What follows belongs to an exercise in optimizing a design on an open flow for small area, a short achievable clock period and few clock cycles per item; a production flow would make more cautious choices.
The RTL was checked by simulation tests, not by an equivalence proof against the original design.
No activity file was given, so power comes from the tool's default toggle rates.

## div_unit
module div_unit (
    input  wire        clk,
    input  wire        rst,           
    input  wire        in_valid,
    output wire        in_ready,
    input  wire [63:0] in_a,          
    input  wire [63:0] in_b,          
    input  wire        in_signed,
    input  wire        in_w32,
    output reg         out_valid,
    output wire [63:0] out_q,         
    output wire [63:0] out_r,         
    output reg         out_z,
    output reg         out_n,
    output reg         out_c,
    output reg         out_v
);
export LEC_CHECK = 0
export CAP_MARGIN = 20
export CORE_MARGIN = 2
export CORE_UTILIZATION = 40
export PLACE_DENSITY = 0.6
export SLEW_MARGIN = 20
create_clock -name core_clock -period 11.5 [get_ports {clk}]
standard.sh (not shown) runs the stock make flow with config.mk's settings and CLKGATE_MAP_FILE= SYNTH_SCRIPT=/design/flow/synth_recipe.tcl, a recipe that flattens the netlist after the stock synthesis.
==> flow/flow/run.sh <==
#!/bin/bash
set -euo pipefail
export SETUP_SLACK_MARGIN=6.5
bash standard.sh > standard.log 2>&1
Testbench counts at the start, summed over its fixed seeds: cycles 208,728, divs 8,000.
Edit:
==> flow/flow/run.sh (replaced) <==
#!/bin/bash
set -euo pipefail
export SETUP_SLACK_MARGIN=6.75
bash standard.sh > standard.log 2>&1
Outcome: The new run completed without violations; sequential power stays flat; critical path depth does not change; sequential share of layout area came out lower by 0.52 points; routed wire length barely changes; fmax came out higher by 5.8%; total power came out higher by about 2.5%; cell area came out higher by 3.1%; global-route usage is about the same; hold slack got worse by 0.016 ns; die area does not change; register-to-register slack improved by 0.28 ns.
Edit:
==> flow/run.sh (new file) <==
#!/bin/bash
# synth_recipe.tcl (not shown) runs the flow's synth.tcl, then flattens the netlist and writes it again
# the make line also repeats each setting of config.mk as NAME=value (left out here)
make -C /OpenROAD-flow-scripts/flow DESIGN_CONFIG=/design/flow/config.mk WORK_HOME=/design/flow/orfs CLKGATE_MAP_FILE= SYNTH_SCRIPT=/design/flow/synth_recipe.tcl finish
Settings changed: CORE_UTILIZATION 40 to 60, PLACE_DENSITY 0.6 to 0.8, SETUP_SLACK_MARGIN set to 5.
removed: flow/flow/run.sh
removed: flow/standard.sh
Result: Total power falls by 5.5%; global-route usage rises by 14 points; hold slack improves by 0.037 ns; cell area falls by 6.3%; fmax falls by 25%.
Edit:
==> flow/flow/run.sh (new file) <==
#!/bin/bash
set -euo pipefail
export SETUP_SLACK_MARGIN=6.9
bash standard.sh > standard.log 2>&1
==> flow/standard.sh (new file) <==
#!/bin/bash
# synth_recipe.tcl (not shown) runs the flow's synth.tcl, then flattens the netlist and writes it again
# the make line also repeats each setting of config.mk as NAME=value (left out here)
make -C /OpenROAD-flow-scripts/flow DESIGN_CONFIG=/design/flow/config.mk WORK_HOME=/design/flow/orfs CLKGATE_MAP_FILE= SYNTH_SCRIPT=/design/flow/synth_recipe.tcl "${@:-finish}"
Settings changed: CORE_UTILIZATION 60 to 40, PLACE_DENSITY 0.8 to 0.6, SETUP_SLACK_MARGIN 5 to unset.
removed: flow/run.sh
Outcome:
- The new run finished with timing, DRC and antenna clean
- synthesized area stays the same
- wire length is higher by 6.2%
- via count is lower by 2.7%
- final area is higher by 8.9%
- combinational power is higher by 11%
- die area is higher by 49%
- sequential share of layout area is lower by 1.5 points
- fmax is higher by 35%

---

The RTL this note starts from:
==> flow/design.v <==
module div_unit (
    input  wire        clk,
    input  wire        rst,           
    input  wire        in_valid,
    output wire        in_ready,
    input  wire [63:0] in_a,          
    input  wire [63:0] in_b,          
    input  wire        in_signed,
    input  wire        in_w32,
    output reg         out_valid,
    output wire [63:0] out_q,         
    output wire [63:0] out_r,         
    output reg         out_z,
    output reg         out_n,
    output reg         out_c,
    output reg         out_v
);
    reg         busy;        
    reg         fix;         
    reg  [4:0]  cnt;
    reg  [63:0] a;           
    reg  [63:0] r;           
    reg  [63:0] qd;          
    reg         cin;         
    reg         sgn, w32, nega, qneg, dz;
    assign in_ready = ~busy & ~fix;
    assign out_q    = a;
    assign out_r    = r;
    wire        x_neg  = in_signed & (in_w32 ? in_a[31] : in_a[63]);
    wire [63:0] n_in   = fix ? a : in_a;
    wire        n_en   = fix ? qneg : x_neg;
    wire [63:0] n_out  = n_en ? (~n_in + 64'd1) : n_in;
    wire [63:0] a_init = in_w32 ? {n_out[31:0], 32'd0} : n_out;
    wire        d_neg  = in_signed & (in_w32 ? in_b[31] : in_b[63]);
    wire [63:0] d_ext  = in_w32 ? {{32{d_neg}}, in_b[31:0]} : in_b;
    wire [67:0] p  = {2'b00, r, a[63:62]};
    wire [67:0] m1 = {4'b1111, qd};
    wire [67:0] m2 = {3'b111, qd, cin};
    wire [67:0] s1 = p + m1 + {67'd0, cin};
    wire [67:0] s2 = p + m2 + {67'd0, cin};
    wire [67:0] cs_s = p ^ m1 ^ m2;
    wire [67:0] cs_c = (p & m1) | (p & m2) | (m1 & m2);
    wire [67:0] s3 = cs_s + {cs_c[66:0], cin} + {67'd0, cin};
    wire        d1 = ~s1[67];
    wire        d2 = ~s2[67];
    wire        d3 = ~s3[67];
    wire [63:0] r_nx = d3 ? s3[63:0] : d2 ? s2[63:0] : d1 ? s1[63:0] : p[63:0];
    wire [1:0]  qdig = {d2, d3 | (d1 & ~d2)};
    wire        last = (cnt[3:0] == 4'd15) & (w32 | cnt[4]);
    wire [63:0] q_full = dz ? 64'hFFFF_FFFF_FFFF_FFFF : n_out;
    wire [63:0] r_full = nega ? (~r + 64'd1) : r;
    wire [63:0] q_fin  = w32 ? {{32{sgn & q_full[31]}}, q_full[31:0]} : q_full;
    wire [63:0] r_fin  = w32 ? {{32{sgn & r_full[31]}}, r_full[31:0]} : r_full;
    wire        q_ovf  = sgn & (w32 ? (qneg ? (a[31] & (a[30:0] != 31'd0)) : a[31])
                                    : (qneg ? (a[63] & (a[62:0] != 63'd0)) : a[63]));
    always @(posedge clk) begin
        if (busy) begin
            a   <= {a[61:0], qdig};
            r   <= r_nx;
            cnt <= cnt + 5'd1;
        end else if (fix) begin
            a     <= q_fin;
            r     <= r_fin;
            out_z <= (r == 64'd0);
            out_n <= q_fin[63];
            out_c <= dz;
            out_v <= dz | q_ovf;
        end else begin
            a    <= a_init;
            r    <= 64'd0;
            cnt  <= 5'd0;
            qd   <= d_neg ? d_ext : ~d_ext;
            cin  <= ~d_neg;
            dz   <= (d_ext == 64'd0);
            sgn  <= in_signed;
            w32  <= in_w32;
            nega <= x_neg;
            qneg <= x_neg ^ d_neg;
        end
    end
    always @(posedge clk) begin
        if (rst) begin
            busy      <= 1'b0;
            fix       <= 1'b0;
            out_valid <= 1'b0;
        end else begin
            out_valid <= fix;
            fix       <= busy & last;
            if (busy)
                busy <= ~last;
            else
                busy <= in_valid & ~fix;
        end
    end
endmodule
==> flow/config.mk <==
export PLATFORM = sky130hd
export DESIGN_NAME = div_unit
export DESIGN_NICKNAME = div_unit
export VERILOG_FILES = /design/flow/design.v
export SDC_FILE = /design/flow/constraint.sdc
export NUM_CORES = 4
export LEC_CHECK = 0
export CAP_MARGIN = 20
export CORE_MARGIN = 2
export CORE_UTILIZATION = 40
export PLACE_DENSITY = 0.6
export SLEW_MARGIN = 20
==> flow/constraint.sdc <==
create_clock -name core_clock -period 11.5 [get_ports {clk}]
set_input_delay 2.3000 -clock core_clock [delete_from_list [all_inputs] [get_ports {clk}]]
set_output_delay 2.3000 -clock core_clock [all_outputs]
set_load 0.01 [all_outputs]
==> flow/flow/run.sh <==
#!/bin/bash
set -euo pipefail
export SETUP_SLACK_MARGIN=6.0
bash standard.sh > standard.log 2>&1
The baseline produced a clean layout.
Testbench counts at the start, summed over its fixed seeds: cycles 208,728, divs 8,000.
==> next run, changes <==
==> flow/flow/run.sh (replaced) <==
#!/bin/bash
set -euo pipefail
export SETUP_SLACK_MARGIN=7.25
bash standard.sh > standard.log 2>&1
- The changed run ran to the end with no violations
- first-iteration DRC count goes up by 32%
- final area goes up by 14%
- combinational power goes up by 22%
- fmax goes up by about 16%
- total power goes up by 15%
- cell count goes up by about 7%
- non-clock buffer count goes up by 308
- synthesized cell count is unchanged
==> next run, changes <==
==> flow/run.sh (new file) <==
#!/bin/bash
# synth_recipe.tcl (not shown) runs the flow's synth.tcl, then flattens the netlist and writes it again
# the make line also repeats each setting of config.mk as NAME=value (left out here)
make -C /OpenROAD-flow-scripts/flow DESIGN_CONFIG=/design/flow/config.mk WORK_HOME=/design/flow/orfs CLKGATE_MAP_FILE= SYNTH_SCRIPT=/design/flow/synth_recipe.tcl finish
Settings changed: SETUP_SLACK_MARGIN set to 5.
removed: flow/flow/run.sh
removed: flow/standard.sh
Effect:
- fmax drops by a quarter to a third
- synthesized area does not change
- sequential power climbs by roughly a tenth
- first-iteration DRC count drops by a quarter to a third
==> next run, changes <==
==> flow/flow/run.sh (new file) <==
#!/bin/bash
set -euo pipefail
export SETUP_SLACK_MARGIN=7.5
bash standard.sh > standard.log 2>&1
==> flow/standard.sh (new file) <==
#!/bin/bash
# synth_recipe.tcl (not shown) runs the flow's synth.tcl, then flattens the netlist and writes it again
# the make line also repeats each setting of config.mk as NAME=value (left out here)
make -C /OpenROAD-flow-scripts/flow DESIGN_CONFIG=/design/flow/config.mk WORK_HOME=/design/flow/orfs CLKGATE_MAP_FILE= SYNTH_SCRIPT=/design/flow/synth_recipe.tcl "${@:-finish}"
Settings changed: SETUP_SLACK_MARGIN 5 to not set.
removed: flow/run.sh
Effect: Synthesized area does not change. Final area climbs by about a fifth. Via count rises by roughly a tenth. Die area is unchanged. Sequential share of layout area came out lower by 3.0 points. Sequential cell count does not change. Routed wire length came out higher by roughly a tenth.
==> next run, changes <==
==> flow/flow/run.sh (replaced) <==
#!/bin/bash
set -euo pipefail
export SETUP_SLACK_MARGIN=7.0
bash standard.sh > standard.log 2>&1
Settings changed: TNS_END_PERCENT set to 50.
Outcome: The changed run completed without violations; clock-buffer cell count is lower by 5; sequential power went up by about 3%; setup slack loses 0.088 ns; hold slack stays flat; die area is unchanged; global-route usage is lower by 1.8 points; via count fell by 3.8%; synthesized cell count stays the same; power falls by 12%; sequential share of layout area climbs by 1.4 points; non-clock buffer count goes down by 201.

==> afterwards: timing with drivers on the ports <==
No port has a modelled driver above. Below, the same layouts with a new extraction and two added sets of constraints.
Step 1 assumes that a clkbuf_16 drives the clock port and a buf_2 every other input.
Step 2, shift: input delay + t, output delay - t, t = (earliest + latest rising clock arrival at the registers) / 2. This alone moves slack from input paths to output paths.
Three values: no drivers, after step 1, after step 2; two values: the first two.
run	t, ns	setup WS [ns]	slew at the worst register clock pin (ns)
the first run of note 1	0.659	6.519 / 6.519 / 6.041	0.07 / 0.07
the second run of note 1	0.647	6.794 / 6.777 / 6.228	0.07 / 0.07
the third run of note 1	0.648	5.263 / 5.263 / 5.263	0.07 / 0.07
the fourth run of note 1	0.671	6.891 / 6.891 / 6.302	0.07 / 0.07
the first run of note 2	0.657	6.172 / 6.172 / 5.645	0.07 / 0.07
the second run of note 2	0.667	6.896 / 6.896 / 6.634	0.07 / 0.07
the third run of note 2	0.663	5.506 / 5.506 / 5.506	0.07 / 0.07
the fourth run of note 2	0.675	7.027 / 7.027 / 6.595	0.07 / 0.07
the fifth run of note 2	0.672	6.939 / 6.915 / 6.408	0.07 / 0.07
After both steps setup and hold are still met in every run listed. The setup slack of the fourth run of note 1, which loses most, moves by 0.000 ns with the drivers and by -0.589 ns with both steps.
